This design comes from an exercise in tuning for small area on the open sky130 flow, not from production work.
Function was checked by simulation only, so behaviour that the tests miss may differ from the original.
Power and IR drop assume default switching activity.

## design/flow/design.v

```verilog
module sinc3_filter #(
    parameter RW  = 9,                  
    parameter W1  = 11,                 
    parameter W2  = 18,
    parameter W3  = 25,
    parameter DW  = 24,                 
    parameter NS  = 4,                  
    parameter NA  = 7,                  
    parameter PA  = 3,                  
    parameter NE  = 8,                  
    parameter EZ  = 0,                  
    parameter EB  = 1,                  
    parameter LS  = 0                   
) (
    input  wire          clk,
    input  wire          clr,           
    input  wire          edge_in,       
    input  wire          d,
    input  wire          xr,            
    input  wire          x2r,
    input  wire          x3r,
    input  wire [DW:0]   r3,            
    input  wire          zero,          
    input  wire [NE-1:0] e_init,        
    input  wire [NE-1:0] e1_init,       
    input  wire [DW:0]   g0,            
    input  wire [3:0]    ph,            
    input  wire          hold_d,        
    output wire [23:0]   result         
);
    localparam NB = (EB != 0) ? NE / NS : 0;    
    reg  [W1-1:0] i1;
    reg  [W2-1:0] i2;
    reg  [W3-1:0] i3;
    wire dd = edge_in & d;
    wire [W1-1:0] cpart = (x2r ? 3 : 0) - (xr ? 3 : 0) - (x3r ? 1 : 0);
    wire [W1-1:0] u;
    wire [W2-1:0] v;
    wire [W3-1:0] k;
    wire          u_co, v_co, k_co;
    rca #(W1) u_add (.a(i1), .b(cpart), .ci(dd), .s(u), .co(u_co));
    rca #(W2) v_add (.a(i2), .b({{(W2-W1){u[W1-1]}}, u}), .ci(1'b0), .s(v), .co(v_co));
    rca #(W3) k_add (.a(i3), .b({{(W3-W2){v[W2-1]}}, v}), .ci(1'b0), .s(k), .co(k_co));
    always @(posedge clk) begin
        if (clr) begin
            i1 <= {W1{1'b0}};
            i2 <= {W2{1'b0}};
            i3 <= {W3{1'b0}};
        end else if (edge_in) begin
            i1 <= u;
            i2 <= v;
            i3 <= k;
        end
    end
    reg  [DW-1:0] rem;
    reg  [24:0]   a;
    reg  [NE-1:0] e;
    wire phA0 = (ph == 4'd0);
    wire phA  = (ph < NA);
    wire zb   = zero & (EZ == 0) & (EB != 0);   
    wire phB0 = zb | ((ph == NA) && (EB != 0));
    wire phB  = zb | ((ph >= NA) && (ph < NA + NB));
    reg  [DW-1:0] rin;
    reg  [NS-1:0] bin;
    integer m;
    always @(*) begin
        rin = rem;
        bin = {NS{1'b0}};
        if (zb) begin
            rin = {{(DW-1){1'b0}}, 1'b1} << (25 - NE);
        end else if (phA0) begin
            rin = k[DW-1:0] >> PA;
            for (m = 0; m < PA; m = m + 1)
                bin[NS-PA+m] = k[m];
        end else if (phB0) begin
            rin = (rem >> NE) | ({{(DW-1){1'b0}}, 1'b1} << (25 - NE));
            bin = rem[NE-1:NE-NS];
        end else if (phB) begin
            bin = e[NE-1:NE-NS];
        end
    end
    wire [DW-1:0] rs [0:NS];
    wire [NS-1:0] qs;
    assign rs[0] = rin;
    genvar gs, gb;
    generate
        for (gs = 0; gs < NS; gs = gs + 1) begin : g_st
            wire [DW:0]   t = {rs[gs], bin[NS-1-gs]};
            wire [DW+1:0] bw;           
            wire [DW:0]   df;
            assign bw[0] = 1'b0;
            for (gb = 0; gb <= DW; gb = gb + 1) begin : g_b
                assign df[gb]   = t[gb] ^ r3[gb] ^ bw[gb];
                assign bw[gb+1] = (~t[gb] & r3[gb]) | (~(t[gb] ^ r3[gb]) & bw[gb]);
            end
            assign qs[NS-1-gs] = ~bw[DW+1];
            assign rs[gs+1] = bw[DW+1] ? t[DW-1:0] : df[DW-1:0];
        end
    endgenerate
    always @(posedge clk) begin
        if (LS != 0 && zero)
            rem <= {DW{1'b0}};
        else if (LS == 0 || ph < NA)
            rem <= rs[NS];
        if (zero)
            a <= 25'd0;
        else if (phA)
            a <= {a[24-NS:0], qs};
        if (zero && EZ != 0)
            e <= e_init;
        else if (phB0)
            e <= {(zb ? {(NE-NS){1'b0}} : rem[NE-NS-1:0]), qs};
        else if (phB)
            e <= {e[NE-NS-1:0], qs};
    end
    wire [DW-1:0] rk   = (LS != 0) ? rs[1] : rem;
    wire          alsb = qs[NS-1];
    reg           cbit, lsb_r;
    wire [DW:0]   rk_x = rk;
    wire [DW:0]   g_d;
    wire          g_ge;
    rca #(DW + 1) g_sub (.a(rk_x), .b(~g0), .ci(1'b1), .s(g_d), .co(g_ge));
    always @(posedge clk)
        if (zero) begin
            cbit  <= 1'b0;
            lsb_r <= 1'b0;
        end else if ((LS == 0) ? (ph == NA) : edge_in) begin
            cbit  <= g_ge;
            lsb_r <= alsb;
        end
    wire          cb_u  = (LS != 0 && edge_in) ? g_ge : cbit;
    wire [NE-1:0] e_out = (EB != 0) ? e : (cb_u ? e1_init : e_init);
    wire [24:0]   a_u   = (LS == 0) ? a : {a[23:0], (edge_in ? alsb : lsb_r)};
    wire [24:0] ae;
    wire        ae_co;
    rca #(25) o_add (.a(a_u), .b(hold_d ? {{(25-NE){1'b0}}, e_out} : 25'd0), .ci(1'b1),
                     .s(ae), .co(ae_co));
    wire [24:0] q = {ae_co, ae[24:1]};
    assign result = q[24] ? 24'h7FFFFF : {~q[23], q[22:0]};
endmodule
module rca #(
    parameter N = 8
) (
    input  wire [N-1:0] a,
    input  wire [N-1:0] b,
    input  wire         ci,
    output wire [N-1:0] s,
    output wire         co
);
    wire [N:0] c;
    assign c[0] = ci;
    genvar i;
    generate
        for (i = 0; i < N; i = i + 1) begin : g_bit
            assign s[i]   = a[i] ^ b[i] ^ c[i];
            assign c[i+1] = (a[i] & b[i]) | (c[i] & (a[i] ^ b[i]));
        end
    endgenerate
    assign co = c[N];
endmodule
module sd_input (
    input  wire        clk,
    input  wire        rst,
    input  wire        en,
    input  wire        cmp_en,
    input  wire [8:0]  ctl_osr,
    input  wire [5:0]  prot_osr,
    input  wire [7:0]  cmp_cnt,
    input  wire [15:0] thr_hi,
    input  wire [15:0] thr_lo,
    input  wire [14:0] hys,
    input  wire        smp,
    input  wire        d,
    output reg  [23:0] ctl_res,
    output reg  [23:0] prot_res,
    output reg         cmp,
    output reg         stuck,
    output wire        invalid
);
    wire [8:0] ctl_r  = (ctl_osr < 9'd64)   ? 9'd64  :
                        (ctl_osr > 9'd256)  ? 9'd256 : ctl_osr;
    wire [5:0] prot_r = (prot_osr < 6'd16)  ? 6'd16  :
                        (prot_osr > 6'd32)  ? 6'd32  : prot_osr;
    wire [7:0] cnt    = (cmp_cnt == 8'd0) ? 8'd1 : cmp_cnt;
    reg  en_q;
    wire clr   = en & ~en_q;             
    wire edge0 = smp & en & en_q;
    reg        v1, v2;
    always @(posedge clk) begin
        if (rst) begin
            en_q <= 1'b0;
            v1   <= 1'b0;
            v2   <= 1'b0;
        end else begin
            en_q <= en;
            v1   <= edge0;
            v2   <= v1;
        end
    end
    wire [7:0]  ci = ctl_r - 9'd64;
    wire [6:0]  cw;
    wire        cw_co;
    rca #(7) cw_add (.a(ci[6:0]), .b({1'b0, {6{ci[7]}}}), .ci(1'b0), .s(cw), .co(cw_co));
    wire [63:0] hf;                      
    wire        t1, t2, t3;
    rdelay u_d1 (.clk(clk), .sh(edge0), .din(d),  .w(cw), .s65(ci[7]), .fixed(hf), .dout(t1));
    rdelay u_d2 (.clk(clk), .sh(edge0), .din(t1), .w(cw), .s65(ci[7]), .fixed(),   .dout(t2));
    rdelay u_d3 (.clk(clk), .sh(edge0), .din(t2), .w(cw), .s65(ci[7]), .fixed(),   .dout(t3));
    reg  [31:0] hx;                      
    always @(posedge clk)
        if (edge0)
            hx <= {hx[30:0], hf[63]};
    wire [95:0] hist = {hx, hf};
    reg [9:0]   nedge;                   
    wire [9:0]  nedge_p1;
    wire        ne_co;
    rca #(10) ne_inc (.a(nedge), .b(10'd0), .ci(1'b1), .s(nedge_p1), .co(ne_co));
    always @(posedge clk) begin
        if (clr)
            nedge <= 10'd0;
        else if (edge0 && !(nedge[9] && nedge[8]))
            nedge <= nedge_p1;
    end
    wire [4:0]   pi = prot_r - 6'd16;
    wire [16:0]  tp1, tp2, tp3;
    genvar g;
    generate
        for (g = 0; g < 17; g = g + 1) begin : g_tp
            assign tp1[g] = hist[g + 15];
            assign tp2[g] = hist[2 * g + 31];
            assign tp3[g] = hist[3 * g + 47];
        end
    endgenerate
    wire [9:0] ctl_2r = {ctl_r, 1'b0};
    wire [9:0] ctl_3r;
    wire [6:0] prot_2r = {prot_r, 1'b0};
    wire [6:0] prot_3r;
    wire       c3_co, p3_co;
    rca #(10) c3_add (.a(ctl_2r), .b({1'b0, ctl_r}), .ci(1'b0), .s(ctl_3r), .co(c3_co));
    rca #(7)  p3_add (.a(prot_2r), .b({1'b0, prot_r}), .ci(1'b0), .s(prot_3r), .co(p3_co));
    wire c_m1, c_m2, c_m3, p_m1, p_m2, p_m3;
    uge #(10) c_ge1 (.a(nedge), .b({1'b0, ctl_r}), .ge(c_m1));
    uge #(10) c_ge2 (.a(nedge), .b(ctl_2r), .ge(c_m2));
    uge #(10) c_ge3 (.a(nedge), .b(ctl_3r), .ge(c_m3));
    uge #(10) p_ge1 (.a(nedge), .b({4'b0000, prot_r}), .ge(p_m1));
    uge #(10) p_ge2 (.a(nedge), .b({3'b000, prot_2r}), .ge(p_m2));
    uge #(10) p_ge3 (.a(nedge), .b({3'b000, prot_3r}), .ge(p_m3));
    wire c_x1 = t1 & c_m1;
    wire c_x2 = t2 & c_m2;
    wire c_x3 = t3 & c_m3;
    wire p_x1 = tp1[pi] & p_m1;
    wire p_x2 = tp2[pi] & p_m2;
    wire p_x3 = tp3[pi] & p_m3;
    reg  [24:0] ctl_r3;
    always @(*) begin
        case (ctl_r)
            9'd64: ctl_r3 = 25'd262144;
            9'd65: ctl_r3 = 25'd274625;
            9'd66: ctl_r3 = 25'd287496;
            9'd67: ctl_r3 = 25'd300763;
            9'd68: ctl_r3 = 25'd314432;
            9'd69: ctl_r3 = 25'd328509;
            9'd70: ctl_r3 = 25'd343000;
            9'd71: ctl_r3 = 25'd357911;
            9'd72: ctl_r3 = 25'd373248;
            9'd73: ctl_r3 = 25'd389017;
            9'd74: ctl_r3 = 25'd405224;
            9'd75: ctl_r3 = 25'd421875;
            9'd76: ctl_r3 = 25'd438976;
            9'd77: ctl_r3 = 25'd456533;
            9'd78: ctl_r3 = 25'd474552;
            9'd79: ctl_r3 = 25'd493039;
            9'd80: ctl_r3 = 25'd512000;
            9'd81: ctl_r3 = 25'd531441;
            9'd82: ctl_r3 = 25'd551368;
            9'd83: ctl_r3 = 25'd571787;
            9'd84: ctl_r3 = 25'd592704;
            9'd85: ctl_r3 = 25'd614125;
            9'd86: ctl_r3 = 25'd636056;
            9'd87: ctl_r3 = 25'd658503;
            9'd88: ctl_r3 = 25'd681472;
            9'd89: ctl_r3 = 25'd704969;
            9'd90: ctl_r3 = 25'd729000;
            9'd91: ctl_r3 = 25'd753571;
            9'd92: ctl_r3 = 25'd778688;
            9'd93: ctl_r3 = 25'd804357;
            9'd94: ctl_r3 = 25'd830584;
            9'd95: ctl_r3 = 25'd857375;
            9'd96: ctl_r3 = 25'd884736;
            9'd97: ctl_r3 = 25'd912673;
            9'd98: ctl_r3 = 25'd941192;
            9'd99: ctl_r3 = 25'd970299;
            9'd100: ctl_r3 = 25'd1000000;
            9'd101: ctl_r3 = 25'd1030301;
            9'd102: ctl_r3 = 25'd1061208;
            9'd103: ctl_r3 = 25'd1092727;
            9'd104: ctl_r3 = 25'd1124864;
            9'd105: ctl_r3 = 25'd1157625;
            9'd106: ctl_r3 = 25'd1191016;
            9'd107: ctl_r3 = 25'd1225043;
            9'd108: ctl_r3 = 25'd1259712;
            9'd109: ctl_r3 = 25'd1295029;
            9'd110: ctl_r3 = 25'd1331000;
            9'd111: ctl_r3 = 25'd1367631;
            9'd112: ctl_r3 = 25'd1404928;
            9'd113: ctl_r3 = 25'd1442897;
            9'd114: ctl_r3 = 25'd1481544;
            9'd115: ctl_r3 = 25'd1520875;
            9'd116: ctl_r3 = 25'd1560896;
            9'd117: ctl_r3 = 25'd1601613;
            9'd118: ctl_r3 = 25'd1643032;
            9'd119: ctl_r3 = 25'd1685159;
            9'd120: ctl_r3 = 25'd1728000;
            9'd121: ctl_r3 = 25'd1771561;
            9'd122: ctl_r3 = 25'd1815848;
            9'd123: ctl_r3 = 25'd1860867;
            9'd124: ctl_r3 = 25'd1906624;
            9'd125: ctl_r3 = 25'd1953125;
            9'd126: ctl_r3 = 25'd2000376;
            9'd127: ctl_r3 = 25'd2048383;
            9'd128: ctl_r3 = 25'd2097152;
            9'd129: ctl_r3 = 25'd2146689;
            9'd130: ctl_r3 = 25'd2197000;
            9'd131: ctl_r3 = 25'd2248091;
            9'd132: ctl_r3 = 25'd2299968;
            9'd133: ctl_r3 = 25'd2352637;
            9'd134: ctl_r3 = 25'd2406104;
            9'd135: ctl_r3 = 25'd2460375;
            9'd136: ctl_r3 = 25'd2515456;
            9'd137: ctl_r3 = 25'd2571353;
            9'd138: ctl_r3 = 25'd2628072;
            9'd139: ctl_r3 = 25'd2685619;
            9'd140: ctl_r3 = 25'd2744000;
            9'd141: ctl_r3 = 25'd2803221;
            9'd142: ctl_r3 = 25'd2863288;
            9'd143: ctl_r3 = 25'd2924207;
            9'd144: ctl_r3 = 25'd2985984;
            9'd145: ctl_r3 = 25'd3048625;
            9'd146: ctl_r3 = 25'd3112136;
            9'd147: ctl_r3 = 25'd3176523;
            9'd148: ctl_r3 = 25'd3241792;
            9'd149: ctl_r3 = 25'd3307949;
            9'd150: ctl_r3 = 25'd3375000;
            9'd151: ctl_r3 = 25'd3442951;
            9'd152: ctl_r3 = 25'd3511808;
            9'd153: ctl_r3 = 25'd3581577;
            9'd154: ctl_r3 = 25'd3652264;
            9'd155: ctl_r3 = 25'd3723875;
            9'd156: ctl_r3 = 25'd3796416;
            9'd157: ctl_r3 = 25'd3869893;
            9'd158: ctl_r3 = 25'd3944312;
            9'd159: ctl_r3 = 25'd4019679;
            9'd160: ctl_r3 = 25'd4096000;
            9'd161: ctl_r3 = 25'd4173281;
            9'd162: ctl_r3 = 25'd4251528;
            9'd163: ctl_r3 = 25'd4330747;
            9'd164: ctl_r3 = 25'd4410944;
            9'd165: ctl_r3 = 25'd4492125;
            9'd166: ctl_r3 = 25'd4574296;
            9'd167: ctl_r3 = 25'd4657463;
            9'd168: ctl_r3 = 25'd4741632;
            9'd169: ctl_r3 = 25'd4826809;
            9'd170: ctl_r3 = 25'd4913000;
            9'd171: ctl_r3 = 25'd5000211;
            9'd172: ctl_r3 = 25'd5088448;
            9'd173: ctl_r3 = 25'd5177717;
            9'd174: ctl_r3 = 25'd5268024;
            9'd175: ctl_r3 = 25'd5359375;
            9'd176: ctl_r3 = 25'd5451776;
            9'd177: ctl_r3 = 25'd5545233;
            9'd178: ctl_r3 = 25'd5639752;
            9'd179: ctl_r3 = 25'd5735339;
            9'd180: ctl_r3 = 25'd5832000;
            9'd181: ctl_r3 = 25'd5929741;
            9'd182: ctl_r3 = 25'd6028568;
            9'd183: ctl_r3 = 25'd6128487;
            9'd184: ctl_r3 = 25'd6229504;
            9'd185: ctl_r3 = 25'd6331625;
            9'd186: ctl_r3 = 25'd6434856;
            9'd187: ctl_r3 = 25'd6539203;
            9'd188: ctl_r3 = 25'd6644672;
            9'd189: ctl_r3 = 25'd6751269;
            9'd190: ctl_r3 = 25'd6859000;
            9'd191: ctl_r3 = 25'd6967871;
            9'd192: ctl_r3 = 25'd7077888;
            9'd193: ctl_r3 = 25'd7189057;
            9'd194: ctl_r3 = 25'd7301384;
            9'd195: ctl_r3 = 25'd7414875;
            9'd196: ctl_r3 = 25'd7529536;
            9'd197: ctl_r3 = 25'd7645373;
            9'd198: ctl_r3 = 25'd7762392;
            9'd199: ctl_r3 = 25'd7880599;
            9'd200: ctl_r3 = 25'd8000000;
            9'd201: ctl_r3 = 25'd8120601;
            9'd202: ctl_r3 = 25'd8242408;
            9'd203: ctl_r3 = 25'd8365427;
            9'd204: ctl_r3 = 25'd8489664;
            9'd205: ctl_r3 = 25'd8615125;
            9'd206: ctl_r3 = 25'd8741816;
            9'd207: ctl_r3 = 25'd8869743;
            9'd208: ctl_r3 = 25'd8998912;
            9'd209: ctl_r3 = 25'd9129329;
            9'd210: ctl_r3 = 25'd9261000;
            9'd211: ctl_r3 = 25'd9393931;
            9'd212: ctl_r3 = 25'd9528128;
            9'd213: ctl_r3 = 25'd9663597;
            9'd214: ctl_r3 = 25'd9800344;
            9'd215: ctl_r3 = 25'd9938375;
            9'd216: ctl_r3 = 25'd10077696;
            9'd217: ctl_r3 = 25'd10218313;
            9'd218: ctl_r3 = 25'd10360232;
            9'd219: ctl_r3 = 25'd10503459;
            9'd220: ctl_r3 = 25'd10648000;
            9'd221: ctl_r3 = 25'd10793861;
            9'd222: ctl_r3 = 25'd10941048;
            9'd223: ctl_r3 = 25'd11089567;
            9'd224: ctl_r3 = 25'd11239424;
            9'd225: ctl_r3 = 25'd11390625;
            9'd226: ctl_r3 = 25'd11543176;
            9'd227: ctl_r3 = 25'd11697083;
            9'd228: ctl_r3 = 25'd11852352;
            9'd229: ctl_r3 = 25'd12008989;
            9'd230: ctl_r3 = 25'd12167000;
            9'd231: ctl_r3 = 25'd12326391;
            9'd232: ctl_r3 = 25'd12487168;
            9'd233: ctl_r3 = 25'd12649337;
            9'd234: ctl_r3 = 25'd12812904;
            9'd235: ctl_r3 = 25'd12977875;
            9'd236: ctl_r3 = 25'd13144256;
            9'd237: ctl_r3 = 25'd13312053;
            9'd238: ctl_r3 = 25'd13481272;
            9'd239: ctl_r3 = 25'd13651919;
            9'd240: ctl_r3 = 25'd13824000;
            9'd241: ctl_r3 = 25'd13997521;
            9'd242: ctl_r3 = 25'd14172488;
            9'd243: ctl_r3 = 25'd14348907;
            9'd244: ctl_r3 = 25'd14526784;
            9'd245: ctl_r3 = 25'd14706125;
            9'd246: ctl_r3 = 25'd14886936;
            9'd247: ctl_r3 = 25'd15069223;
            9'd248: ctl_r3 = 25'd15252992;
            9'd249: ctl_r3 = 25'd15438249;
            9'd250: ctl_r3 = 25'd15625000;
            9'd251: ctl_r3 = 25'd15813251;
            9'd252: ctl_r3 = 25'd16003008;
            9'd253: ctl_r3 = 25'd16194277;
            9'd254: ctl_r3 = 25'd16387064;
            9'd255: ctl_r3 = 25'd16581375;
            default: ctl_r3 = 25'd16777216;
        endcase
    end
    reg  [15:0] prot_r3;
    always @(*) begin
        case (prot_r)
            6'd16: prot_r3 = 16'd4096;
            6'd17: prot_r3 = 16'd4913;
            6'd18: prot_r3 = 16'd5832;
            6'd19: prot_r3 = 16'd6859;
            6'd20: prot_r3 = 16'd8000;
            6'd21: prot_r3 = 16'd9261;
            6'd22: prot_r3 = 16'd10648;
            6'd23: prot_r3 = 16'd12167;
            6'd24: prot_r3 = 16'd13824;
            6'd25: prot_r3 = 16'd15625;
            6'd26: prot_r3 = 16'd17576;
            6'd27: prot_r3 = 16'd19683;
            6'd28: prot_r3 = 16'd21952;
            6'd29: prot_r3 = 16'd24389;
            6'd30: prot_r3 = 16'd27000;
            6'd31: prot_r3 = 16'd29791;
            default: prot_r3 = 16'd32768;
        endcase
    end
    reg  [14:0] prot_e0;
    always @(*) begin
        case (prot_r)
            6'd16: prot_e0 = 15'd8192;
            6'd17: prot_e0 = 15'd6829;
            6'd18: prot_e0 = 15'd5753;
            6'd19: prot_e0 = 15'd4892;
            6'd20: prot_e0 = 15'd4194;
            6'd21: prot_e0 = 15'd3623;
            6'd22: prot_e0 = 15'd3151;
            6'd23: prot_e0 = 15'd2757;
            6'd24: prot_e0 = 15'd2427;
            6'd25: prot_e0 = 15'd2147;
            6'd26: prot_e0 = 15'd1909;
            6'd27: prot_e0 = 15'd1704;
            6'd28: prot_e0 = 15'd1528;
            6'd29: prot_e0 = 15'd1375;
            6'd30: prot_e0 = 15'd1242;
            6'd31: prot_e0 = 15'd1126;
            default: prot_e0 = 15'd1024;
        endcase
    end
    reg  [14:0] prot_e1;
    reg  [15:0] prot_g0;
    always @(*) begin
        case (prot_r)
            6'd16: begin prot_e1 = 15'd8193; prot_g0 = 16'd4096; end
            6'd17: begin prot_e1 = 15'd6830; prot_g0 = 16'd1358; end
            6'd18: begin prot_e1 = 15'd5754; prot_g0 = 16'd2896; end
            6'd19: begin prot_e1 = 15'd4893; prot_g0 = 16'd6655; end
            6'd20: begin prot_e1 = 15'd4195; prot_g0 = 16'd5568; end
            6'd21: begin prot_e1 = 15'd3624; prot_g0 = 16'd7432; end
            6'd22: begin prot_e1 = 15'd3152; prot_g0 = 16'd8064; end
            6'd23: begin prot_e1 = 15'd2758; prot_g0 = 16'd2154; end
            6'd24: begin prot_e1 = 15'd2428; prot_g0 = 16'd10240; end
            6'd25: begin prot_e1 = 15'd2148; prot_g0 = 16'd8068; end
            6'd26: begin prot_e1 = 15'd1910; prot_g0 = 16'd15728; end
            6'd27: begin prot_e1 = 15'd1705; prot_g0 = 16'd5083; end
            6'd28: begin prot_e1 = 15'd1529; prot_g0 = 16'd10176; end
            6'd29: begin prot_e1 = 15'd1376; prot_g0 = 16'd4832; end
            6'd30: begin prot_e1 = 15'd1243; prot_g0 = 16'd6568; end
            6'd31: begin prot_e1 = 15'd1127; prot_g0 = 16'd20025; end
            default: begin prot_e1 = 15'd1025; prot_g0 = 16'd32768; end
        endcase
    end
    wire [23:0] ctl_q, prot_q;
    wire        zero = clr;
    reg  [3:0]  ph;
    always @(posedge clk) begin
        if (clr)
            ph <= 4'd8;
        else if (v1)
            ph <= 4'd0;
        else if (ph < 4'd9)
            ph <= ph + 4'd1;
    end
    sinc3_filter #(.RW(9), .W1(11), .W2(18), .W3(25), .DW(24),
                   .NS(4), .NA(7), .PA(3), .NE(8)) u_ctl (
        .clk(clk), .clr(clr), .edge_in(edge0), .d(d),
        .xr(c_x1), .x2r(c_x2), .x3r(c_x3), .r3(ctl_r3),
        .zero(zero), .e_init(8'd0), .e1_init(8'd0), .g0(25'd0), .ph(ph),
        .hold_d(hist[0]),
        .result(ctl_q)
    );
    sinc3_filter #(.RW(6), .W1(8), .W2(12), .W3(16), .DW(15),
                   .NS(3), .NA(8), .PA(0), .NE(15), .EZ(1), .EB(0), .LS(1)) u_prot (
        .clk(clk), .clr(clr), .edge_in(edge0), .d(d),
        .xr(p_x1), .x2r(p_x2), .x3r(p_x3), .r3(prot_r3),
        .zero(zero), .e_init(prot_e0), .e1_init(prot_e1), .g0(prot_g0), .ph(ph),
        .hold_d(edge0 ? d : hist[0]), .result(prot_q)
    );
    wire [15:0] pp = prot_q[23:8];
    wire        nz = |prot_q[7:0];
    wire [16:0] d1, d2;
    wire [17:0] d1h, d2h;
    wire        d1_co, d2_co, d1h_co, d2h_co;
    rca #(17) d1_sub (.a({pp[15], pp}), .b(~{thr_lo[15], thr_lo}), .ci(1'b1), .s(d1), .co(d1_co));
    rca #(17) d2_sub (.a({thr_hi[15], thr_hi}), .b(~{pp[15], pp}), .ci(1'b1), .s(d2), .co(d2_co));
    rca #(18) d1h_sub (.a({d1[16], d1}), .b(~{3'b000, hys}), .ci(1'b1), .s(d1h), .co(d1h_co));
    rca #(18) d2h_sub (.a({d2[16], d2}), .b(~{3'b000, hys}), .ci(~nz), .s(d2h), .co(d2h_co));
    wire outside = d1[16] | d2[16];
    wire in_band = ~d1h[17] & ~d2h[17];
    reg        cls_b;                    
    always @(posedge clk)
        if (edge0)
            cls_b <= cmp ? in_band : outside;
    reg  [7:0] n_cls;
    wire [7:0] n_cls_p1;
    wire       nc_co;
    rca #(8) nc_inc (.a(n_cls), .b(8'd0), .ci(1'b1), .s(n_cls_p1), .co(nc_co));
    wire [7:0] n_cls_n = cls_b ? ((n_cls == 8'hFF) ? n_cls : n_cls_p1) : 8'd0;
    wire       cls_hit;
    uge #(8) c_hit (.a(n_cls_n), .b(cnt), .ge(cls_hit));
    reg  [8:0] run;
    reg  [9:0] clear_in;
    wire       last   = hist[1] & (nedge > 10'd1);
    wire       change = hist[0] ^ last;
    wire [8:0] run_p1;
    wire [9:0] clear_d1, ctl_3r2;
    wire       ru_co, cd_co, c32_co;
    rca #(9)  ru_inc (.a(run), .b(9'd0), .ci(1'b1), .s(run_p1), .co(ru_co));
    rca #(10) cd_dec (.a(clear_in), .b(10'h3FF), .ci(1'b0), .s(clear_d1), .co(cd_co));
    rca #(10) c32_sub (.a(ctl_3r), .b(10'h3FE), .ci(1'b0), .s(ctl_3r2), .co(c32_co));
    wire [8:0] run_n  = change ? 9'd0 : ((run == 9'h1FF) ? run : run_p1);
    wire       stuck_m = (clear_in == 10'd1) ? 1'b0 : stuck;
    wire [9:0] clear_m = (clear_in != 10'd0)  ? clear_d1 :
                         (change && stuck)    ? ctl_3r2 : 10'd0;
    wire       hit     = (run_n == 9'd256);
    wire       stuck_n = hit ? 1'b1 : stuck_m;
    wire [9:0] clear_n = (hit && stuck_m) ? 10'd0 : clear_m;
    always @(posedge clk) begin
        if (rst) begin
            ctl_res  <= 24'd0;
            prot_res <= 24'd0;
            cmp      <= 1'b0;
            stuck    <= 1'b0;
            n_cls    <= 8'd0;
            run      <= 9'd0;
            clear_in <= 10'd0;
        end else if (clr) begin
            stuck    <= 1'b0;
            n_cls    <= 8'd0;
            run      <= 9'd0;
            clear_in <= 10'd0;
        end else if (!en) begin
            cmp      <= 1'b0;
            n_cls    <= 8'd0;
        end else if (v2) begin
            ctl_res  <= ctl_q;
            prot_res <= prot_q;
            if (cmp_en) begin
                if (cls_hit) begin
                    cmp   <= ~cmp;
                    n_cls <= 8'd0;
                end else begin
                    n_cls <= n_cls_n;
                end
            end
            run      <= run_n;
            stuck    <= stuck_n;
            clear_in <= clear_n;
        end
    end
    assign invalid = ~en | stuck;
endmodule
module uge #(
    parameter N = 8
) (
    input  wire [N-1:0] a,
    input  wire [N-1:0] b,
    output wire         ge
);
    wire [N-1:0] s;
    rca #(N) u_sub (.a(a), .b(~b), .ci(1'b1), .s(s), .co(ge));
endmodule
module sge #(
    parameter N = 8
) (
    input  wire [N-1:0] a,
    input  wire [N-1:0] b,
    output wire         ge
);
    uge #(N) u_ge (.a({~a[N-1], a[N-2:0]}), .b({~b[N-1], b[N-2:0]}), .ge(ge));
endmodule
module rdelay (
    input  wire        clk,
    input  wire        sh,               
    input  wire        din,
    input  wire [6:0]  w,                
    input  wire        s65,              
    output wire [63:0] fixed,            
    output wire        dout              
);
    reg  [63:0] f;
    always @(posedge clk)
        if (sh)
            f <= {f[62:0], din};
    assign fixed = f;
    wire [8:0] c;                        
    assign c[0] = f[63];
    genvar i;
    generate
        for (i = 0; i < 8; i = i + 1) begin : g_seg
            localparam L = (i == 7) ? 65 : (1 << i);
            reg  [L-1:0] s;
            if (L == 1) begin : g_one
                always @(posedge clk)
                    if (sh)
                        s <= c[i];
            end else begin : g_more
                always @(posedge clk)
                    if (sh)
                        s <= {s[L-2:0], c[i]};
            end
            wire on = (i == 7) ? s65 : w[i];
            assign c[i+1] = on ? s[L-1] : c[i];
        end
    endgenerate
    assign dout = c[8];
endmodule
```

## design/flow/flow/run.sh

```bash
#!/bin/bash
# The standard layout (standard.sh), with two changes to what it places:
# the port buffers are the smallest buffer cell, and clock tree synthesis
# adds no dummy loads. Each tool's output goes to standard.log and the
# ORFS logs under orfs/logs.
set -euo pipefail
export BUFFER_PORTS_ARGS="-buffer_cell sky130_fd_sc_hd__buf_1"
export CTS_ARGS="-sink_clustering_enable -repair_clock_nets -sink_clustering_size 20 -sink_clustering_max_diameter 120 -dont_use_dummy_load"
bash standard.sh > standard.log 2>&1
```

## design/flow/constraint.sdc

```tcl
create_clock -name core_clock -period 180.0 [get_ports {clk}]
set_input_delay 36.0000 -clock core_clock [delete_from_list [all_inputs] [get_ports {clk}]]
set_output_delay 36.0000 -clock core_clock [all_outputs]
set_load 0.01 [all_outputs]
```

## design/flow/standard.sh

```bash
#!/bin/bash
# synth_recipe.tcl (not shown) runs the flow's synth.tcl, then flattens the netlist and writes it again
# the make line also repeats each setting of config.mk as NAME=value (left out here)
make -C /OpenROAD-flow-scripts/flow DESIGN_CONFIG=/design/flow/config.mk WORK_HOME=/design/flow/orfs CLKGATE_MAP_FILE= SYNTH_SCRIPT=/design/flow/synth_recipe.tcl "${@:-finish}"
```

## design/flow/config.mk

```make
export PLATFORM = sky130hd
export DESIGN_NAME = sd_input
export DESIGN_NICKNAME = sd_input
export VERILOG_FILES = /design/flow/design.v
export SDC_FILE = /design/flow/constraint.sdc
export NUM_CORES = 4
export LEC_CHECK = 0
export ABC_AREA = 1
export CAP_MARGIN = 20
export CORE_MARGIN = 2
export CORE_UTILIZATION = 65
export CTS_CLUSTER_DIAMETER = 120
export CTS_CLUSTER_SIZE = 20
export PLACE_DENSITY = 0.8
export SLEW_MARGIN = 20
export SYNTH_MEMORY_MAX_BITS = 100000
```

==> results of run 1 <==
==> stage by stage <==
stage	area (sq um)	utilization (%)
after global routing	54400	69.2
after global placement	52900	67.3
after floorplan	51300	-
after detailed placement	52900	67.3
final	54400	69.2
after CTS	54400	69.2
==> flip-flops by register name, summed over array words and instances, names as in the netlist, 25 cells and up <==
name	count
u_d3.g_seg.s	192
u_d2.f	64
u_ctl.a	25
u_d3.f	64
u_d2.g_seg.s	192
u_d1.g_seg.s	191
u_d1.f	64
hx	32
==> power breakdown <==
part / switching (mW) / total (mW) / internal, mW
Sequential: 0.00588 / 0.284 / 0.278
Combinational: 0.157 / 0.250 / 0.0924
Clock: 0.0758 / 0.136 / 0.0599
==> synth_stat cells, drive strengths merged, types with 17 or more instances <==
cell type  count  area share, %
nor4          19           0.23
o22ai         17           0.21
clkbuf       129           0.94
dfxtp        272             11
a21oi        322            3.1
nand2        725            5.3
nor2         318            2.4
buf           42           0.39
mux2i         64            1.2
a31oi         32           0.39
edfxtp       808             47
nor3          31           0.30
o21a          28           0.41
fa           281             11
ha           212            5.2
nand3         96           0.97
o211ai        31           0.45
inv          520            3.8
o21ai        292            2.8
o221ai        21           0.36
==> final cells by class <==
class | count | area, sq um
Antenna cell | 1 | 2.50
Multi-Input combinational cell | 2650 | 19000
Inverter | 529 | 1990
Tap cell | 1050 | 1310
Fill cell | 5526 | 24200
Clock buffer | 61 | 1530
Timing Repair Buffer | 183 | 915
Sequential cell | 1080 | 29700
==> critical path: cells and delay by family <==
| family | cells | cell delay, ns |
|---|---|---|
| adder cells (fa/ha/maj) | 103 | 41.49 |
| buffers and inverters | 23 | 4.48 |
| AND/OR/NAND/NOR | 13 | 1.94 |
| AO/OA/AOI/OAI | 10 | 1.83 |
| XOR/XNOR | 2 | 0.85 |
| multiplexers | 1 | 0.24 |
==> logic make-up after synthesis <==
group	after synthesis	share of synthesized area, %
other cells	1	0.00731
buf+inv	700	5.20
mux	70	1.38
fa+ha+maj	493	16.1
xor+xnor	20	0.341
simple gates	1216	9.53
compound gates	848	9.49
flops	1080	57.9
==> worst max path at each step <==
stage,startpoint,endpoint,slack [ns],depth (start not counted)
3_3_place_gp,ctl_osr[8],u_ctl.rem[1],95.27,152
2_1_floorplan,ctl_osr[8],u_ctl.rem[3],97.42,158
5_1_grt,ctl_osr[8],u_ctl.rem[1],91.89,151
3_5_place_dp,ctl_osr[8],u_ctl.rem[1],93.78,152
4_1_cts,ctl_osr[8],u_ctl.rem[1],93.87,152
6_report,ctl_osr[8],u_ctl.rem[1],93.53,152
==> layer usage <==
metal / share of wire (%) / up-vias / global-route usage (%)
met5: 0.0096 / - / 0
met4: 5.6 / 2 / 15.7
met3: 8.4 / 441 / 5.95
met2: 47 / 1817 / 53.7
met1: 39 / 16822 / 44.9
li1: - / 15218 / -
==> impl_metrics.ini, run 1 <==
[outcome]
status = complete, no violations

[hold_path]
min_path_cells = 0
holdPathEnd = u_d1.g_seg[5].s[12]
min-delay-path-class = register to register
min_from = u_d1.g_seg[5].s[11]

[drt]
routedWlPerCell_um = 24.4
ant_nets = 0
wirelength_um = 136000
drtPass1Iterations = 9
vias = 34300
vias_per_cell = 6.18
drt-initial-drc-count = 3807
drc = 0

[die]
initial_core_util_pct = 65.3
core-area_sq_mm = 0.0786
io_pins = 127
die_y_um = 285
dieArea_sq_mm = 0.0812
die_w_um = 285
fp-row-count = 103

[timing]
fin_setup_tns_ns = 0
slew_headroom_pct = 23.6
hold_viol = 0
min_period_ns = 86.47
max_slew.worst_pin.slew_ns = 1.12
setup_viol_count_final = 0
fin_hold_ws_ns = 0.386
setup_slack_ns = 93.53
rsz0062_at_grt = false
fin_crit_sh_pct = 48.0
skew_ns = 0.116
slew_viol_final = 0
fmax_mhz = 11.6

[setup_path]
rr_startpoint = u_d1.f[63]
required_ns = 180.54
reg2reg_depth = 139
path_max_fanout = 26
crit_top_cell = fa_1
r2r_end = u_ctl.rem[1]
path_class = input port to register
regToRegSetupSlack_ns = 132.10
start_kind = input port
critPathCaptureType = register
crit_slowest_cell = nor2_2
max_stage_delay_ns = 0.66
cp_data_arrival_time_ns = 87.01

[cts]
ctsResizeCount = 0
clk_pin_slew_ns = 0.09
clk_latency_ns = 0.68
cts_post_setup_buffers_inserted = 0
clock_path_buffers = 3
cts_sinks = 1080
cts.hold.buffers_added = 0
cts_tree = done
cts_buffers = 61
cts_htree_levels = 2
cts_root_buf = clkbuf_16

[synthesis]
syn_area_per_cell_sq_um = 11.6
synth_cell_types = 60
yosys_warnings = 4
synth_edf_count = 808
async_flop_share_pct = 0
ys_ff_latch = 1080
ys_seq_area_share_pct = 57.9
synthCells = 4428
synthFlopType = edfxtp_1
syn-cell-area_sq_mm = 0.0513

[placed_design]
io_buffers = 126
dp_slack_ns = 93.78
gp_congestion = 1.06
dp_hpwl_um = 90400
placedCellCount = 5492

[final_layout]
syn2layout_area_growth_pct = 6.11
drive_above_1_share_pct = 4.73
instances_no_fill = 5554
fin_nets = 5074
final_cell_mix = 808 x edfxtp_1, 723 x nand2_1, 469 x inv_1
mostFrequentLayoutCell = edfxtp_1

[power_and_ir_drop]
power_density_mw_per_mm2 = 12.3
power_leakage_nw = 20.6
fin_total_pwr_mw = 0.669
peakVddDrop_v = 0.0000171

[grt]
grt_overflow = 0
grt.total_usage_pct = 33.4
grt_pass1_wl_um = 206000
antenna_found_initial = 2
grt_pass1_vias = 34247
grt_max_degree = 205

[flow_run]
drv_cap = 0
==> run 2, diff against run 1 <==
--- a/design/flow/config.mk
+++ b/design/flow/config.mk
@@ -8,9 +8,9 @@
 export ABC_AREA = 1
 export CAP_MARGIN = 20
 export CORE_MARGIN = 2
-export CORE_UTILIZATION = 65
+export CORE_UTILIZATION = 50
 export CTS_CLUSTER_DIAMETER = 120
 export CTS_CLUSTER_SIZE = 20
-export PLACE_DENSITY = 0.8
+export PLACE_DENSITY = 0.65
 export SLEW_MARGIN = 20
 export SYNTH_MEMORY_MAX_BITS = 100000
==> run 2 against run 1 <==
  * Power fell by 1.6%
  * Global-route usage fell by 10 points
  * Critical path type unchanged
  * Highest routed layer unchanged
  * Critical endpoint unchanged
  * Via count fell by 5.0%
  * Still clean on timing, DRC and antenna
  * Cell count rose by 5.8%
  * Routed wire length fell by 9.5%
  * Critical path depth rose by 2
  * Non-clock buffer count rose by 6
==> impl_metrics.ini, run 2 <==
[outcome]
status = complete, no violations

[final_layout]
fin_util_pct = 54.0
final_cell_mix = 808 x edfxtp_1, 723 x nand2_1, 469 x inv_1
largestRegisters = u_d2.g_seg.s: 192 flops, u_d3.g_seg.s: 192 flops, u_d1.g_seg.s: 191 flops
syn2layout_area_growth_pct = 7.02
fillCellCount = 8712
mostFrequentLayoutCell = edfxtp_1
drive_above_1_share_pct = 4.88
fin_nets = 5080

[hold_path]
min-delay-path-class = register to register

[placed_design]
io_buffers = 126
dp_slack_ns = 94.57
dp_hpwl_um = 85300
gp_congestion = 0.986

[setup_path]
critPathCaptureType = register
max_stage_delay_ns = 0.61
start_kind = input port
crit_slowest_cell = buf_1
path_buf_inv = 22
required_ns = 180.55
crit_top_cell = fa_1
cp_data_arrival_time_ns = 85.48
path_delay_family = adder cells
path_max_fanout = 30
path_class = input port to register

[grt]
grt_max_degree = 116
grt_overflow = 0
grt_pass1_wl_um = 190000
grt-busiest-layer = met2
antenna_found_initial = 2
grt.total_usage_pct = 23.1
grt_use_met2_pct = 35.2
grt_pass1_vias = 31690
met3_usage_pct = 3.44
grt.met1_usage_pct = 33.7

[timing]
fin_crit_sh_pct = 47.2
skew_ns = 0.0817
fin_setup_tns_ns = 0
slew_headroom_pct = 34.3
slew_viol_final = 0
setup_viol_count_final = 0
fmax_mhz = 11.8
max_slew.worst_pin.slew_ns = 0.986
rsz0062_at_grt = false
setup_slack_ns = 95.07
min_period_ns = 84.93
hold_viol = 0

[die]
core-area_sq_mm = 0.102
die_y_um = 324
initial_core_util_pct = 50.4
dieArea_sq_mm = 0.105
fp-row-count = 117
die_w_um = 324
io_pins = 127

[drt]
vias = 32583
routedWlPerCell_um = 20.9
ant_nets = 0
vias_per_cell = 5.54
drtPass1Iterations = 6
drc = 0
drt-initial-drc-count = 3322
wirelength_um = 123000

[synthesis]
syn_area_per_cell_sq_um = 11.6
synthCells = 4428
synth_top_area_cell = edfxtp_1
synth_commonest_cells = 808 x edfxtp_1, 723 x nand2_1, 470 x inv_1, 322 x a21oi_1, 311 x nor2_1
yosysTopAreaCellShare_pct = 47.3
synthFlopType = edfxtp_1
ys_ff_latch = 1080
async_flop_share_pct = 0
synth_cell_types = 60
synth_most_common_cell = edfxtp_1
synth.area.top_cells = edfxtp_1 47%, fa_1 11%, dfxtp_1 11%, nand2_1 5.3%, ha_1 5.2%
yosys_warnings = 4
syn-cell-area_sq_mm = 0.0513
synth_edf_count = 808
ys_seq_area_share_pct = 57.9

[cts]
cts.hold.buffers_added = 0
cts_buffers = 61
clock_path_buffers = 3
cts_post_setup_buffers_inserted = 0
ctsResizeCount = 0
clk_pin_slew_ns = 0.09
clk_latency_ns = 0.68
cts_tree = done
cts_root_buf = clkbuf_16
cts_sinks = 1080
cts_htree_levels = 2

[power_and_ir_drop]
power_leakage_nw = 20.6
power_density_mw_per_mm2 = 12.0
peakVddDrop_v = 0.0000211

[flow_run]
drv_cap = 0
run 2: changes by cell type in the layout (fill, tap and decap cells not counted), moves of 2 or more:
cell | previous run | this run
buf_4 | 56 | 59
a2111oi_1 | 0 | 2
buf_6 | 0 | 3
a2111oi_0 | 8 | 6
run 2: path summary, 6_finish.rpt:
kind                             from                   to  slack (ns)  cells after the start
setup / recovery           ctl_osr[8]         u_ctl.rem[1]       95.07                    154
hold / removal    u_d3.g_seg[6].s[57]  u_d3.g_seg[6].s[58]        0.39                      0
setup reg to reg           u_d1.f[63]         u_ctl.rem[1]      134.35                    138
hold reg to reg   u_d3.g_seg[6].s[57]  u_d3.g_seg[6].s[58]        0.39                      0
run 2: logic make-up after synthesis:
kind of cell    synth area share, %
simple gates                   9.53
flops                          57.9
compound gates                 9.49
buf+inv                        5.20
fa+ha+maj                      16.1
mux                            1.38
xor+xnor                      0.341
other cells                 0.00731
run 2: power breakdown:
part	internal (mW)	switching, mW
Combinational	0.0911	0.151
Sequential	0.278	0.00535
Clock	0.0598	0.0735
run 2: metrics by stage:
| step | total power, mW | hold slack [ns] | std cells | cell area (sq um) |
|---|---|---|---|---|
| after global routing | 0.709 | 0.408 | 5877 | 54900 |
| after floorplan | 0.469 | 0.400 | 4430 | 51300 |
| after CTS | 0.662 | 0.403 | 5876 | 54900 |
| after global placement | 0.525 | 0.401 | 5815 | 53300 |
| after detailed placement | 0.529 | 0.405 | 5815 | 53300 |
| final | 0.658 | 0.393 | 5878 | 54900 |
run 2: final cells by class:
| type | instances | area (sq um) | share of cell area [%] |
|---|---|---|---|
| Antenna cell | 1 | 2.50 | 0.00456 |
| Clock buffer | 61 | 1530 | 2.78 |
| Inverter | 529 | 1990 | 3.63 |
| Multi-Input combinational cell | 2650 | 19000 | 34.6 |
| Sequential cell | 1080 | 29700 | 54.1 |
| Tap cell | 1368 | 1710 | 3.12 |
| Timing Repair Buffer | 189 | 978 | 1.78 |
run 2: layer usage:
layer / up-vias / part of all wire (%)
li1: 15234 / -
met1: 15960 / 45
met2: 1112 / 44
met3: 273 / 6.2
met4: 4 / 4.4
met5: - / 0.019
==> run 3, diff against run 2 <==
--- a/design/flow/design.v
+++ b/design/flow/design.v
@@ -153,7 +153,7 @@
     generate
         for (i = 0; i < N; i = i + 1) begin : g_bit
             assign s[i]   = a[i] ^ b[i] ^ c[i];
-            assign c[i+1] = (a[i] & b[i]) | (c[i] & (a[i] ^ b[i]));
+            assign c[i+1] = (a[i] & b[i]) | (a[i] & c[i]) | (b[i] & c[i]);
         end
     endgenerate
     assign co = c[N];
==> run 3 against run 2 <==
  * Still clean
  * Setup slack better by 1.2 ns
  * Sequential share of layout area up 0.58 points
  * Worst hold slack worse by 0.0056 ns
  * Register-to-register slack worse by 0.23 ns
  * Largest power group unchanged
  * Highest routed layer unchanged
==> impl_metrics.ini, run 3 <==
[outcome]
status = complete, no violations

[cts]
cts_root_buf = clkbuf_16
cts.hold.buffers_added = 0
cts_htree_levels = 2
clk_pin_slew_ns = 0.08
cts_sinks = 1080
cts_buffers = 60
cts_post_setup_buffers_inserted = 0
clock_path_buffers = 3
ctsResizeCount = 0
cts_tree = done
clk_latency_ns = 0.67

[synthesis]
synth_top_area_cell = edfxtp_1
synth_commonest_cells = 808 x edfxtp_1, 751 x nand2_1, 471 x inv_1, 334 x a21oi_1, 313 x o21ai_0
async_flop_share_pct = 0
ys_ff_latch = 1080
ys_seq_area_share_pct = 58.4
synth_edf_count = 808
syn-cell-area_sq_mm = 0.0509
synthCells = 4436
synthFlopType = edfxtp_1
synth_most_common_cell = edfxtp_1
yosys_warnings = 4
syn_area_per_cell_sq_um = 11.5
synth.area.top_cells = edfxtp_1 48%, fa_1 11%, dfxtp_1 11%, nand2_1 5.5%, inv_1 3.5%
yosysTopAreaCellShare_pct = 47.7
synth_cell_types = 80

[hold_path]
min_from = u_d1.g_seg[1].s[0]
min-delay-path-class = register to register

[grt]
grt_overflow = 0
grt.total_usage_pct = 24.0
antenna_found_initial = 6
grt_pass1_vias = 32049
grt_max_degree = 206
grt_pass1_wl_um = 191000

[setup_path]
path_class = input port to register
start_kind = input port
setup.worst_path.start = ctl_osr[8]
rr_startpoint = u_d3.f[63]
max_stage_delay_ns = 0.62
crit_top_cell = fa_1
required_ns = 180.54
path_max_fanout = 30
crit_slowest_cell = inv_1
critPathCaptureType = register
cp_data_arrival_time_ns = 84.30

[timing]
fin_setup_tns_ns = 0
max_slew.worst_pin.slew_ns = 1.30
skew_ns = 0.0868
slew_viol_final = 0
fmax_mhz = 11.9
rsz0062_at_grt = false
hold_viol = 0
fin_crit_sh_pct = 46.5
min_period_ns = 83.76
setup_slack_ns = 96.24
slew_headroom_pct = 10.9
setup_viol_count_final = 0

[final_layout]
largestRegisters = u_d2.g_seg.s: 192 flops, u_d3.g_seg.s: 192 flops, u_d1.g_seg.s: 191 flops
syn2layout_area_growth_pct = 6.72
drive_above_1_share_pct = 4.98
instances_no_fill = 5872
fin_nets = 4983
mostFrequentLayoutCell = edfxtp_1
final_area_sq_mm = 0.0543
fillCellCount = 8903
final_cell_mix = 808 x edfxtp_1, 751 x nand2_1, 469 x inv_1

[placed_design]
place_area_sq_mm = 0.0528
io_buffers = 126
dp_hpwl_um = 88300
gp_congestion = 1.05
dp_slack_ns = 95.71
placedCellCount = 5809

[die]
dieArea_sq_mm = 0.104
initial_core_util_pct = 50.2
die_w_um = 323
io_pins = 127
die_y_um = 323
core-area_sq_mm = 0.101
fp-row-count = 117

[power_and_ir_drop]
power_leakage_nw = 20.2
power_density_mw_per_mm2 = 12.1
peakVddDrop_v = 0.0000142

[flow_run]
drv_cap = 0

[drt]
vias_per_cell = 5.57
drt-initial-drc-count = 3159
ant_nets = 0
drc = 0
routedWlPerCell_um = 21.3
vias = 32736
wirelength_um = 125000
drtPass1Iterations = 6
## run 3: worst paths after layout
check,endpoint,slack [ns],cells after the start
max,u_ctl.rem[1],96.24,161
min,u_d1.g_seg[1].s[1],0.39,0
min reg2reg,u_d1.g_seg[1].s[1],0.39,0
max reg2reg,u_ctl.rem[1],134.12,146
## run 3: metal layers
layer	vias to the layer above	GRT usage [%]	wire, um
li1	15247	-	-
met1	16246	33.6	55300
met2	986	38.2	57800
met3	255	3.27	6930
met4	2	9.44	5340
met5	-	0	13
## run 3: final cells by class
cell class	instances	area, sq um	share of cell area, %
Sequential cell	1080	29700	54.7
Clock buffer	60	1500	2.76
Timing Repair Buffer	182	923	1.70
Multi-Input combinational cell	2683	18600	34.2
Tap cell	1368	1710	3.15
Inverter	496	1870	3.45
Antenna cell	3	7.51	0.0138
## run 3: logic make-up after synthesis
| logic type | share of synthesized area, % |
|---|---|
| simple gates | 10.4 |
| flops | 58.4 |
| compound gates | 10.1 |
| buf+inv | 5.20 |
| fa+ha+maj | 14.1 |
| mux | 1.38 |
| xor+xnor | 0.430 |
| other cells | 0.00737 |
## run 3: worst max-delay path: cells and delay by family
family | cells | cell delay, ns
compound gates | 7 | 0.98
xor+xnor | 6 | 1.52
fa+ha+maj | 100 | 38.90
buf+inv | 31 | 4.81
simple gates | 17 | 1.95
## run 3: per-stage QoR
stage	hold slack [ns]	utilization [%]	power [mW]
2_1_floorplan	0.400	-	0.472
3_3_place_gp	0.400	52.1	0.528
3_5_place_dp	0.405	52.1	0.532
4_1_cts	0.374	53.6	0.664
5_1_grt	0.377	53.6	0.712
6_report	0.387	53.6	0.658
## run 3: power breakdown
part / leakage [nW] / switching [mW] / total (mW) / internal [mW]
clock network: 0.739 / 0.0730 / 0.132 / 0.0589
registers: 8.92 / 0.00616 / 0.284 / 0.278
logic: 10.5 / 0.152 / 0.242 / 0.0904
total: 20.2 / 0.231 / 0.658 / 0.427
==> run 4, diff against run 3 <==
--- a/design/flow/design.v
+++ b/design/flow/design.v
@@ -91,7 +91,7 @@
             assign bw[0] = 1'b0;
             for (gb = 0; gb <= DW; gb = gb + 1) begin : g_b
                 assign df[gb]   = t[gb] ^ r3[gb] ^ bw[gb];
-                assign bw[gb+1] = (~t[gb] & r3[gb]) | (~(t[gb] ^ r3[gb]) & bw[gb]);
+                assign bw[gb+1] = (~t[gb] & r3[gb]) | (~t[gb] & bw[gb]) | (r3[gb] & bw[gb]);
             end
             assign qs[NS-1-gs] = ~bw[DW+1];
             assign rs[gs+1] = bw[DW+1] ? t[DW-1:0] : df[DW-1:0];
--- a/design/flow/flow/run.sh
+++ b/design/flow/flow/run.sh
@@ -5,5 +5,5 @@
 # ORFS logs under orfs/logs.
 set -euo pipefail
 export BUFFER_PORTS_ARGS="-buffer_cell sky130_fd_sc_hd__buf_1"
-export CTS_ARGS="-sink_clustering_enable -repair_clock_nets -sink_clustering_size 20 -sink_clustering_max_diameter 120 -dont_use_dummy_load"
+export CTS_ARGS="-sink_clustering_enable -repair_clock_nets -sink_clustering_size 12 -sink_clustering_max_diameter 100 -buf_list sky130_fd_sc_hd__clkbuf_8 -dont_use_dummy_load"
 bash standard.sh > standard.log 2>&1
==> run 4 against run 3 <==
  * Sequential power is essentially flat
  * Still clean on timing, DRC and antenna
  * Global-route usage grew 0.36 points
  * Final area shrank 0.21%
  * Critical path type unchanged
  * Cell count grew 1.7%
  * Setup slack lost 0.55 ns
  * Non-clock buffer count grew 18
  * Synthesized area is essentially flat
  * Synthesized cell count grew 1.3%
  * First-iteration DRC count grew 2.5%
  * Sequential share of layout area grew 0.11 points
==> impl_metrics.ini, run 4 <==
[outcome]
status = complete, no violations

[grt]
grt.total_usage_pct = 24.4
grt_pass1_wl_um = 193000
antenna_found_initial = 3
grt_max_degree = 116
grt_pass1_vias = 32939
grt_overflow = 0

[power_and_ir_drop]
swShare_pct = 35.5
power_density_mw_per_mm2 = 11.7
peakVddDrop_v = 0.0000144
clkPwrFrac_pct = 19.9
combPwrFrac_pct = 35.5
power_leakage_nw = 19.5
seqPwrFrac_pct = 44.6
p_sw_mw = 0.225
fin_total_pwr_mw = 0.632
internal-power_mw = 0.407

[cts]
cts_tree = done
cts.hold.buffers_added = 0
cts_root_buf = clkbuf_8
cts_post_setup_buffers_inserted = 0
cts_sinks = 1080
clk_latency_ns = 0.76
cts_buffers = 101
clock_path_buffers = 3
ctsResizeCount = 0
cts_htree_levels = 3
clk_pin_slew_ns = 0.10

[timing]
setup_slack_ns = 95.69
max_slew.worst_pin.slew_ns = 1.07
fin_setup_tns_ns = 0
setup_viol_count_final = 0
rsz0062_at_grt = false
fin_crit_sh_pct = 46.8
fmax_mhz = 11.9
min_period_ns = 84.31
slew_viol_final = 0
skew_ns = 0.103
slew_headroom_pct = 28.3
hold_viol = 0

[drt]
met1Wirelength_um = 55200
vias = 33190
wirelength_um = 126000
ant_nets = 0
wl_met3_um = 8470
routedWlPerCell_um = 21.1
vias_per_cell = 5.56
top_layer_used = met5
drtPass1Iterations = 7
drc = 0
drt-initial-drc-count = 3239
routed-wl-met2_um = 56700

[die]
dieArea_sq_mm = 0.104
initial_core_util_pct = 50.6
fp-row-count = 116
core-area_sq_mm = 0.100
io_pins = 127
die_w_um = 323
die_y_um = 323

[final_layout]
final_area_sq_mm = 0.0542
drive_above_1_share_pct = 5.70
fin_util_pct = 54.0
syn2layout_area_growth_pct = 6.60
largestRegisters = u_d2.g_seg.s: 192 flops, u_d3.g_seg.s: 192 flops, u_d1.g_seg.s: 191 flops
ff_latch_area_sq_mm = 0.0297
fillCellCount = 8793
fin_nets = 5090
final_cell_mix = 808 x nand2_1, 808 x edfxtp_1, 478 x inv_1
multiInputGateArea_sq_mm = 0.0185

[setup_path]
path_class = input port to register
crit_slowest_cell = buf_1
cp_data_arrival_time_ns = 84.96
crit_top_cell = fa_1
setup.worst_path.start = ctl_osr[8]
path_delay_family = adder cells
path_max_fanout = 48
rr_startpoint = nedge[2]
path_buf_inv = 23
critPathCaptureType = register
start_kind = input port
max_stage_delay_ns = 0.62
required_ns = 180.65

[synthesis]
async_flop_share_pct = 0
synth.area.top_cells = edfxtp_1 48%, fa_1 11%, dfxtp_1 11%, nand2_1 6.0%, inv_1 3.5%
ys_ff_latch = 1080
synthFlopType = edfxtp_1
yosys_warnings = 4
ys_seq_area_share_pct = 58.4
synth_commonest_cells = 808 x edfxtp_1, 808 x nand2_1, 480 x inv_1, 345 x o21ai_0, 319 x nor2_1
syn-cell-area_sq_mm = 0.0509
synth_top_area_cell = edfxtp_1
synth_cell_types = 76
yosysTopAreaCellShare_pct = 47.7
synth_edf_count = 808
synthCells = 4495
syn_area_per_cell_sq_um = 11.3

[placed_design]
dp_slack_ns = 95.01
dp_hpwl_um = 89000
place_area_sq_mm = 0.0528
gp_congestion = 1.00
io_buffers = 126

[hold_path]
min-delay-path-class = register to register
min_from = u_d2.g_seg[3].s[4]

[flow_run]
drv_cap = 0
[run 4: changes by cell type in the layout (fill, tap and decap cells not counted), moves of 15 or more]
cell | previous run | this run
nor3_1 | 28 | 55
clkbuf_8 | 0 | 101
mux2i_1 | 61 | 20
o21ai_0 | 313 | 345
nand2_1 | 751 | 808
a21oi_1 | 332 | 291
buf_4 | 53 | 73
clkbuf_16 | 60 | 0
nor2_1 | 294 | 317
a22oi_1 | 23 | 8
[run 4: stage by stage]
| stage | instances | hold slack (ns) |
|---|---|---|
| 6_report | 5972 | 0.364 |
| 5_1_grt | 5972 | 0.385 |
| 4_1_cts | 5971 | 0.359 |
| 3_5_place_dp | 5870 | 0.405 |
| 3_3_place_gp | 5870 | 0.400 |
| 2_1_floorplan | 4497 | 0.400 |
[run 4: logic make-up after synthesis]
logic type                 synth area share, %
AOI/OAI and AO/OA                         10.2
xor gates and xnor gates                 0.344
adders and majority gates                 13.9
buffers and inverters                     5.36
DFF                                       58.4
muxes                                    0.726
other                                  0.00737
and+or+nand+nor                           11.0
[run 4: per-layer routing]
metal | up-vias | global-route usage, %
met5 | - | 0
met4 | 2 | 10.7
met3 | 336 | 4.30
met2 | 1164 | 38.0
met1 | 16181 | 33.7
li1 | 15507 | -
[run 4: final cells by class]
type | instances | area share, %
Antenna cell | 1 | 0.00462
Timing Repair Buffer | 200 | 1.90
Inverter | 509 | 3.56
Sequential cell | 1080 | 54.8
Tap cell | 1357 | 3.13
Multi-Input combinational cell | 2724 | 34.0
Clock buffer | 101 | 2.56
[run 4: final timing paths]
check                             to  slack (ns)  cells past startpoint
hold reg to reg   u_d2.g_seg[3].s[5]        0.36                      0
setup / recovery        u_ctl.rem[1]       95.69                    152
hold / removal    u_d2.g_seg[3].s[5]        0.36                      0
setup reg to reg        u_ctl.rem[1]      134.27                    137
[run 4: worst register-to-register path, delay by kind of cell, from the launching register on]
kind | cells | cell delay (ns)
fa+ha+maj | 97 | 38.05
compound gates | 16 | 2.92
buf+inv | 14 | 2.04
simple gates | 9 | 1.54
flops | 1 | 0.65
mux | 1 | 0.40
[run 4: power groups by stage]
stage	sequential (mW)	clock, mW	combinational (mW)
2_1_floorplan	0.288	0	0.178
3_3_place_gp	0.287	0	0.220
3_5_place_dp	0.287	0	0.225
4_1_cts	0.282	0.132	0.226
5_1_grt	0.282	0.140	0.264
6_report	0.282	0.126	0.225
==> run 5, diff against run 4 <==
--- a/design/flow/design.v
+++ b/design/flow/design.v
@@ -561,7 +561,7 @@
     wire [7:0] n_cls_p1;
     wire       nc_co;
     rca #(8) nc_inc (.a(n_cls), .b(8'd0), .ci(1'b1), .s(n_cls_p1), .co(nc_co));
-    wire [7:0] n_cls_n = cls_b ? ((n_cls == 8'hFF) ? n_cls : n_cls_p1) : 8'd0;
+    wire [7:0] n_cls_n = cls_b ? n_cls_p1 : 8'd0;
     wire       cls_hit;
     uge #(8) c_hit (.a(n_cls_n), .b(cnt), .ge(cls_hit));
     reg  [8:0] run;
==> design/flow/flow/run.sh (replaced) <==
#!/bin/bash
# The standard layout (standard.sh), with changes to what it places: the
# port buffers are the smallest buffer cell, and clock tree synthesis uses
# clkbuf_8 buffers, clusters of at most 12 sinks within 100 um, and no dummy
# loads. Each tool's output goes to standard.log and the ORFS logs under
# orfs/logs.
set -euo pipefail
export BUFFER_PORTS_ARGS="-buffer_cell sky130_fd_sc_hd__buf_1"
export CTS_ARGS="-sink_clustering_enable -repair_clock_nets -sink_clustering_size 12 -sink_clustering_max_diameter 100 -buf_list sky130_fd_sc_hd__clkbuf_8 -dont_use_dummy_load"
bash standard.sh > standard.log 2>&1
==> run 5 against run 4 <==
  * Fmax is 1.4% higher
  * Final area is 0.12% lower
  * Routed wire length hardly changed
  * Sequential power hardly changed
  * Power is 0.38% lower
  * Core utilization is 0.062 points lower
  * Synthesized area hardly changed
  * Register-to-register slack better by 0.22 ns
  * Critical path depth is 2 lower
  * Via count is 0.58% lower
  * Clock skew is 0.019 ns higher
  * Largest power group unchanged
==> impl_metrics.ini, run 5 <==
[final_layout]
final_area_sq_mm = 0.0542
fin_nets = 5023
fillCellCount = 8764
multiInputGateArea_sq_mm = 0.0186
syn2layout_area_growth_pct = 6.56
drive_above_1_share_pct = 6.07
instances_no_fill = 5908
ff_latch_area_sq_mm = 0.0297
final_cell_mix = 835 x nand2_1, 808 x edfxtp_1, 425 x inv_1
fin_util_pct = 53.9
mostFrequentLayoutCell = nand2_1
largestRegisters = u_d2.g_seg.s: 192 flops, u_d3.g_seg.s: 192 flops, u_d1.g_seg.s: 191 flops

[synthesis]
synth_top_area_cell = edfxtp_1
synth_edf_count = 808
async_flop_share_pct = 0
synth.area.top_cells = edfxtp_1 48%, fa_1 11%, dfxtp_1 11%, nand2_1 6.2%, inv_1 3.1%
ys_seq_area_share_pct = 58.5
ys_ff_latch = 1080
synth_commonest_cells = 837 x nand2_1, 808 x edfxtp_1, 426 x inv_1, 310 x a21oi_1, 298 x nor2_1
syn-cell-area_sq_mm = 0.0508
synthCells = 4438
synth_most_common_cell = nand2_1
synth_cell_types = 75
yosysTopAreaCellShare_pct = 47.7
syn_area_per_cell_sq_um = 11.5
synthFlopType = edfxtp_1
yosys_warnings = 4

[die]
dieArea_sq_mm = 0.104
die_w_um = 323
initial_core_util_pct = 50.6
core-area_sq_mm = 0.100
fp-row-count = 116
io_pins = 127
die_y_um = 323

[setup_path]
max_stage_delay_ns = 0.53
critPathCaptureType = register
path_max_fanout = 26
rr_startpoint = u_d2.f[63]
crit_top_cell = fa_1
setup.worst_path.start = ctl_osr[8]
path_class = input port to register
start_kind = input port
path_delay_family = adder cells
crit_slowest_cell = fa_1
cp_data_arrival_time_ns = 83.82
path_buf_inv = 21
required_ns = 180.65

[hold_path]
min-delay-path-class = register to register
min_from = u_d3.g_seg[7].s[18]

[timing]
hold_viol = 0
fmax_mhz = 12.0
setup_slack_ns = 96.83
max_slew.worst_pin.slew_ns = 1.12
setup_viol_count_final = 0
fin_setup_tns_ns = 0
min_period_ns = 83.17
slew_headroom_pct = 25.1
rsz0062_at_grt = false
fin_crit_sh_pct = 46.2
fin_hold_ws_ns = 0.345
skew_ns = 0.122
slew_viol_final = 0

[grt]
grt_pass1_wl_um = 194000
grt_max_degree = 215
grt.total_usage_pct = 24.5
antenna_found_initial = 4
grt_pass1_vias = 32478
grt_overflow = 0

[placed_design]
place_area_sq_mm = 0.0527
dp_slack_ns = 96.08
dp_hpwl_um = 87900
gp_congestion = 1.03
placedCellCount = 5803
io_buffers = 126

[cts]
clock_path_buffers = 3
cts_htree_levels = 3
clk_latency_ns = 0.79
cts_post_setup_buffers_inserted = 0
cts_tree = done
cts_buffers = 100
cts_root_buf = clkbuf_8
ctsResizeCount = 0
cts_sinks = 1080
clk_pin_slew_ns = 0.10
cts.hold.buffers_added = 0

[drt]
drtPass1Iterations = 6
routedWlPerCell_um = 21.4
vias = 32997
drt-initial-drc-count = 3281
ant_nets = 0
vias_per_cell = 5.59
wirelength_um = 126000
drc = 0

[power_and_ir_drop]
peakVddDrop_v = 0.0000111
power_density_mw_per_mm2 = 11.6
power_leakage_nw = 19.7
fin_total_pwr_mw = 0.630

[flow_run]
drv_cap = 0

[outcome]
status = complete, no violations
## run 5: cells by family after synthesis
| kind of cell | synth area share [%] |
|---|---|
| muxes | 1.10 |
| and+or+nand+nor | 11.2 |
| AOI/OAI and AO/OA | 9.97 |
| buffers and inverters | 4.99 |
| adders and majority gates | 13.9 |
| xor gates and xnor gates | 0.359 |
| DFF | 58.5 |
| other | 0.00738 |
## run 5: final cells by class
cell class,instances,share of cell area [%]
sequential,1080,54.9
multi-input combinational,2707,34.4
inverter,471,3.30
tap,1357,3.14
clock buffer,100,2.54
timing repair buffer,189,1.79
antenna,4,0.0185
## run 5: final timing paths
kind                            cells after the start  slack [ns]             endpoint
worst max-delay path                              150       96.83         u_ctl.rem[1]
worst min-delay path                                0        0.34  u_d3.g_seg[7].s[19]
worst max register to register                    139      134.49         u_ctl.rem[1]
worst min register to register                      0        0.34  u_d3.g_seg[7].s[19]
## run 5: layer usage
layer  GRT usage [%]  routed length (um)
met4            10.3                5510
met3            4.10                7840
met1            35.4               57600
met5               0                   0
met2            36.7               55200
## run 5: power by group
group	total [mW]	internal (mW)	switching [mW]
clock network	0.125	0.0493	0.0758
logic	0.222	0.0816	0.141
registers	0.282	0.276	0.00599
total	0.630	0.407	0.223
## run 5: worst reg2reg max path: cells and delay by family, from the launching register on
kind	cells	cell delay (ns)
and+or+nand+nor	14	2.02
buffers and inverters	14	1.71
DFF	1	0.44
AOI/OAI and AO/OA	6	1.06
muxes	6	1.73
adders and majority gates	99	38.42

static timing again, ports no longer ideal:
The results above use ideal ports. As a check the final layouts listed here were re-extracted and re-timed, cells and wires unchanged. Step 1: set_driving_cell puts a clkbuf_16 on clk and a buf_2 on each other input, an assumption about the parent block. Step 2, shift: input delay + t, output delay - t, t = (earliest + latest rising clock arrival at the registers) / 2. This alone moves slack from input paths to output paths. a / b / c = ideal / step 1 / step 2; a / b = the first two.
run	t, ns	setup WS [ns]	hold WS [ns]	worst register clock-pin slew, ns	pins driven straight from the clock port
run 1	0.696	93.528 / 93.521 / 92.825	0.386 / 0.386 / 0.386	0.10 / 0.10	1
run 2	0.707	95.066 / 95.064 / 94.357	0.393 / 0.393 / 0.393	0.09 / 0.09	1
run 3	0.695	96.239 / 96.281 / 95.586	0.387 / 0.387 / 0.387	0.09 / 0.09	1
run 4	0.777	95.691 / 95.732 / 94.955	0.364 / 0.364 / 0.364	0.10 / 0.10	1
run 5	0.800	96.830 / 96.876 / 96.076	0.345 / 0.345 / 0.345	0.10 / 0.10	1
After both steps every run listed still meets setup and hold. The setup slack of run 5, which loses most, moves by +0.046 ns with the drivers and by -0.754 ns with both steps.
